This is an optimization exercise on Yosys and OpenROAD, whose aim is small area, a short achievable clock period and few clock cycles per item, not a production implementation.
Function was checked by simulation only, so behaviour that the tests miss may differ from the original.

==> flow/design.v <==
module div_pg (
    input  wire x,
    input  wire y,
    output wire g,
    output wire p
);
    assign g = x & y;
    assign p = x ^ y;
endmodule
module div_pre (
    input  wire gh,
    input  wire ph,
    input  wire gl,
    input  wire pl,
    output wire go,
    output wire po
);
    assign go = gh | (ph & gl);
    assign po = ph & pl;
endmodule
module div_csa (
    input  wire x,
    input  wire y,
    input  wire z,
    output wire s,
    output wire c
);
    assign s = x ^ y ^ z;
    assign c = (x & y) | (x & z) | (y & z);
endmodule
module div_add #(parameter W = 67) (
    input  wire [W-1:0] x,
    input  wire [W-1:0] y,
    input  wire         ci,
    output wire [W-1:0] s,
    output wire         z
);
    reg [W-1:0] g, p;
    integer i, l;
    always @* begin
        g = x & y;
        p = x ^ y;
        g[0] = g[0] | (p[0] & ci);
        for (l = 1; l < W; l = l * 2)
            for (i = 0; i < W; i = i + 1)
                if ((i / l) % 2 == 1) begin
                    g[i] = g[i] | (p[i] & g[(i / l) * l - 1]);
                    p[i] = p[i] & p[(i / l) * l - 1];
                end
    end
    assign s = x ^ y ^ {g[W-2:0], ci};
    assign z = &(x ^ y);
endmodule
module div_width (
    input  wire [63:0] v,
    output reg  [6:0]  w
);
    integer i;
    always @* begin
        w = 7'd0;
        for (i = 0; i < 64; i = i + 1)
            if (v[i]) w = i + 1;
    end
endmodule
module div_zq (
    input  wire [63:0] a_x,
    input  wire [63:0] b_x,
    input  wire        a_neg,
    output wire        zq
);
    reg [63:0] top;                
    integer i, l;
    always @* begin
        top = a_x;
        for (l = 1; l < 64; l = l * 2)
            for (i = 0; i < 64; i = i + 1)
                if ((i / l) % 2 == 0 && (i / l) * l + l < 64)
                    top[i] = top[i] | top[(i / l) * l + l];
    end
    wire [63:0] lim = a_neg ? {top[62:0], 1'b1} : top;
    assign zq = |(b_x & ~lim);
endmodule
module div_align (
    input  wire [64:0] v,
    input  wire [4:0]  n,
    input  wire        f,
    output reg  [64:0] s
);
    integer k;
    always @* begin
        s = v;
        for (k = 0; k < 5; k = k + 1)
            if (n[k]) s = (s << (2 << k)) | ({65{f}} & ((65'd1 << (2 << k)) - 65'd1));
    end
endmodule
module div_neg (
    input  wire [61:0] v,
    output wire [61:0] n
);
    reg [61:0] lo;
    integer i, l;
    always @* begin
        lo = {v[60:0], 1'b0};
        for (l = 1; l < 62; l = l * 2)
            for (i = 0; i < 62; i = i + 1)
                if ((i / l) % 2 == 1)
                    lo[i] = lo[i] | lo[(i / l) * l - 1];
    end
    assign n = v ^ lo;
endmodule
module div_unit (
    input  wire        clk,
    input  wire        rst,        
    input  wire        trig,       
    input  wire        sgn,        
    input  wire [63:0] a,          
    input  wire [63:0] b,          
    output reg  [63:0] dq,         
    output reg  [63:0] dm,         
    output wire        done,       
    output reg         cpl,        
    output reg         ov,         
    output reg         dz          
);
    reg        busy;               
    reg        align;              
    reg        fix;                
    reg [6:0]  cnt;                
    reg [6:0]  wbr;                
    reg [64:0] rem;                
    reg [63:0] quo;                
    reg [64:0] dvx;                
    reg        cin;                
    reg        neg_a;              
    reg        neg_q;              
    reg [1:0]  lastq;              
    assign done = !busy;
    wire        a_neg  = sgn && a[63];
    wire        b_neg  = sgn && b[63];
    wire [63:0] a_x    = a ^ {64{a_neg}};
    wire [63:0] b_x    = (b ^ {64{b_neg}}) | 64'd1;
    wire [6:0]  wa_x, wb;
    wire        zq;
    div_width wid_a (.v(a_x), .w(wa_x));
    div_width wid_b (.v(b_x), .w(wb));
    div_zq    zqt   (.a_x(a_x), .b_x(b_x), .a_neg(a_neg), .zq(zq));
    wire        b_zero = (b == 64'd0);
    wire        fast   = b_zero || zq;           
    wire        mp_t   = a_neg && !b_neg;        
    wire        inv   = !neg_q;
    wire [6:0]  shamt = cnt + {6'd0, neg_a} - wbr;    
    wire [64:0] sh;
    div_align aln (.v({neg_q ^ neg_a, quo} ^ {65{inv}}), .n(shamt[5:1]), .f(inv), .s(sh));
    wire [66:0] r67 = {{2{rem[64]}}, rem};
    wire [66:0] x1  = {{2{dvx[64]}}, dvx};
    wire [66:0] x2  = {dvx[64], dvx, cin};        
    wire [66:0] cs, cc0;
    genvar gi;
    generate
        for (gi = 0; gi < 67; gi = gi + 1) begin : csa
            div_csa u (.x(r67[gi]), .y(x1[gi]), .z(x2[gi]), .s(cs[gi]), .c(cc0[gi]));
        end
    endgenerate
    wire [66:0] cc = {cc0[65:0], cin};
    wire [66:0] s1, s2, s3;
    wire        z1, z2, z3;
    div_add #(.W(67)) add1 (.x(r67), .y(x1), .ci(cin), .s(s1), .z(z1));
    div_add #(.W(67)) add2 (.x(r67), .y(x2), .ci(cin), .s(s2), .z(z2));
    div_add #(.W(67)) add3 (.x(cs),  .y(cc), .ci(cin), .s(s3), .z(z3));
    wire        acc1 = align || (neg_a ? (s1[66] | (cin & z1)) : !s1[66]);
    wire        acc2 = !align && (neg_a ? (s2[66] | (cin & z2)) : !s2[66]);
    wire        acc3 = !align && (neg_a ? (s3[66] | (cin & z3)) : !s3[66]);
    wire [64:0] rsel = acc3 ? s3[64:0] : acc2 ? s2[64:0] : acc1 ? s1[64:0] : rem;
    wire [1:0]  dig  = {acc2, acc3 | (acc1 & !acc2)};
    wire [61:0] quo_n;
    div_neg qneg (.v(quo[61:0]), .n(quo_n));
    wire [61:0] q_hi_nz = neg_q ? ~quo[61:0] : quo[61:0];    
    wire [61:0] q_hi_z  = neg_q ? quo_n : quo[61:0];         
    wire [1:0]  qd      = fix ? lastq : dig;
    wire        qd_z    = fix ? (lastq == 2'b00) : !acc1;
    wire [63:0] q_res   = {qd_z ? q_hi_z : q_hi_nz, neg_q ? 2'b00 - qd : qd};
    wire [63:0] r_res   = fix ? s1[63:0] : rsel[63:0];
    wire        last    = (cnt == 7'd0);
    wire        wr      = busy && !align && (fix || (last && !(neg_a && !cin)));
    always @(posedge clk) begin
        wbr <= wb;
        if (trig) begin
            cnt <= wa_x;
            rem <= {a_neg, a};
            dvx <= {65{mp_t}};           
        end else begin
            rem <= rsel;
            if (align) begin
                cnt <= {2'b0, shamt[5:1]};
                dvx <= sh;
            end else begin
                cnt <= cnt - 7'd1;
                dvx <= (last && neg_a && !cin) ? 65'd0 : {{2{dvx[64]}}, dvx[64:2]};
            end
        end
    end
    always @(posedge clk) begin
        cpl <= 1'b0;
        if (rst) begin
            busy <= 1'b0;
            dq   <= 64'd0;
            dm   <= 64'd0;
        end else if (trig) begin
            ov    <= a_neg && b_neg && (a == 64'h8000_0000_0000_0000) &&
                     (b == 64'hFFFF_FFFF_FFFF_FFFF);
            dz    <= b_zero;
            neg_a <= a_neg;
            neg_q <= a_neg ^ b_neg;
            busy  <= !fast;
            align <= 1'b1;
            fix   <= 1'b0;
            quo   <= b;
            cin   <= 1'b0;
            if (fast) begin
                cpl  <= 1'b1;
                dq   <= 64'd0;
                dm   <= a;
            end
        end else if (busy) begin
            if (align) begin
                align <= 1'b0;
                quo   <= 64'd0;
                cin   <= inv;
            end else if (fix) begin
                busy <= 1'b0;
                cpl  <= 1'b1;
            end else begin
                quo <= {quo[61:0], dig};
                if (last) begin
                    if (neg_a && !cin) begin
                        fix   <= 1'b1;
                        lastq <= dig;
                        quo   <= quo;
                        cin   <= 1'b1;
                    end else begin
                        busy <= 1'b0;
                        cpl  <= 1'b1;
                    end
                end
            end
            if (wr) begin
                dq <= q_res;
                dm <= r_res;
            end
        end
    end
endmodule
make LEC_CHECK=0 CAP_MARGIN=20 CORE_MARGIN=2 CORE_UTILIZATION=40 SETUP_SLACK_MARGIN=5 SLEW_MARGIN=20 SYNTH_HIERARCHICAL=1 SYNTH_MINIMUM_KEEP_SIZE=0 finish   # period 11.0 ns
run.sh (not shown) runs the stock make flow with config.mk's settings and CLKGATE_MAP_FILE= SYNTH_SCRIPT=/design/flow/synth_recipe.tcl, a recipe that flattens the netlist after the stock synthesis.
Testbench counts at the start, summed over its fixed seeds: cycles 24,567, divisions 3,200.
Next try:
==> flow/flow/run.sh (new file) <==
#!/bin/bash
# The standard layout (standard.sh, unchanged synthesis), with two changes
# to how the layout is made:
#  - the port buffers that ORFS inserts are plain buf_2 cells instead of
#    the delay cell buffer_ports picks by default;
#  - timing repair aims at a tighter setup margin.
export BUFFER_PORTS_ARGS="-buffer_cell sky130_fd_sc_hd__buf_2"
export SETUP_SLACK_MARGIN=6
bash standard.sh > standard.log 2>&1
==> flow/standard.sh (new file) <==
#!/bin/bash
# synth_recipe.tcl (not shown) runs the flow's synth.tcl, then flattens the netlist and writes it again
# the make line also repeats each setting of config.mk as NAME=value (left out here)
make -C /OpenROAD-flow-scripts/flow DESIGN_CONFIG=/design/flow/config.mk WORK_HOME=/design/flow/orfs CLKGATE_MAP_FILE= SYNTH_SCRIPT=/design/flow/synth_recipe.tcl "${@:-finish}"
--- a/flow/config.mk
+++ b/flow/config.mk
@@ -11 +10,0 @@
-export SETUP_SLACK_MARGIN = 5
removed: flow/run.sh
=> Design area rose by 2.1%; register-to-register slack is better by 740 ps; final cell count rose by 1.4%; wire length rose by 7.7%; worst hold slack is worse by 6.2 ps; fmax rose by 14%; flip-flop and latch count stays the same; clock-buffer cell count fell by 13.
Next try:
--- a/flow/flow/run.sh
+++ b/flow/flow/run.sh
@@ -8 +8 @@
-export SETUP_SLACK_MARGIN=6
+export SETUP_SLACK_MARGIN=6.3
--- a/flow/config.mk
+++ b/flow/config.mk
@@ -10 +10 @@
-export CORE_UTILIZATION = 40
+export CORE_UTILIZATION = 45
The changed run completed with no timing, DRC or antenna violations.
Worst hold slack is better by 11 ps.
Routed wire length rose by 4.3%.
Sequential cell count stays the same.
Design area rose by about 4.5%.
Register-to-register slack is better by 140 ps.

==> port drivers added, routing unchanged <==
Ports are ideal in the flow. The routed layouts listed here were re-timed in OpenROAD.
Step 1, drivers: a clkbuf_16 drives clk and a buf_2 each remaining input, both assumed.
Step 2, shift: input delay + t, output delay - t, t = (earliest + latest rising clock arrival at the registers) / 2. This alone moves slack from input paths to output paths.
Three values: no drivers, after step 1, after step 2; two values: the first two.
| run | t (ns) | slack for setup (ns) | hold WS [ns] | worst slew at a driven data input, ns | pins driven straight from the clock port |
|---|---|---|---|---|---|
| the first run | 0.706 | 5.093 / 5.093 / 4.501 | 0.450 / 0.450 / 0.450 | 0.12 | 1 |
| the second run | 0.714 | 5.834 / 5.834 / 5.216 | 0.444 / 0.444 / 0.444 | 0.11 | 1 |
| the third run | 0.700 | 5.970 / 5.970 / 5.447 | 0.455 / 0.455 / 0.455 | 0.08 | 1 |
After both steps every run listed still meets setup and hold. For the second run, which loses most, drivers alone change the setup slack by 0.000 ns; drivers and shift together by -0.618 ns.
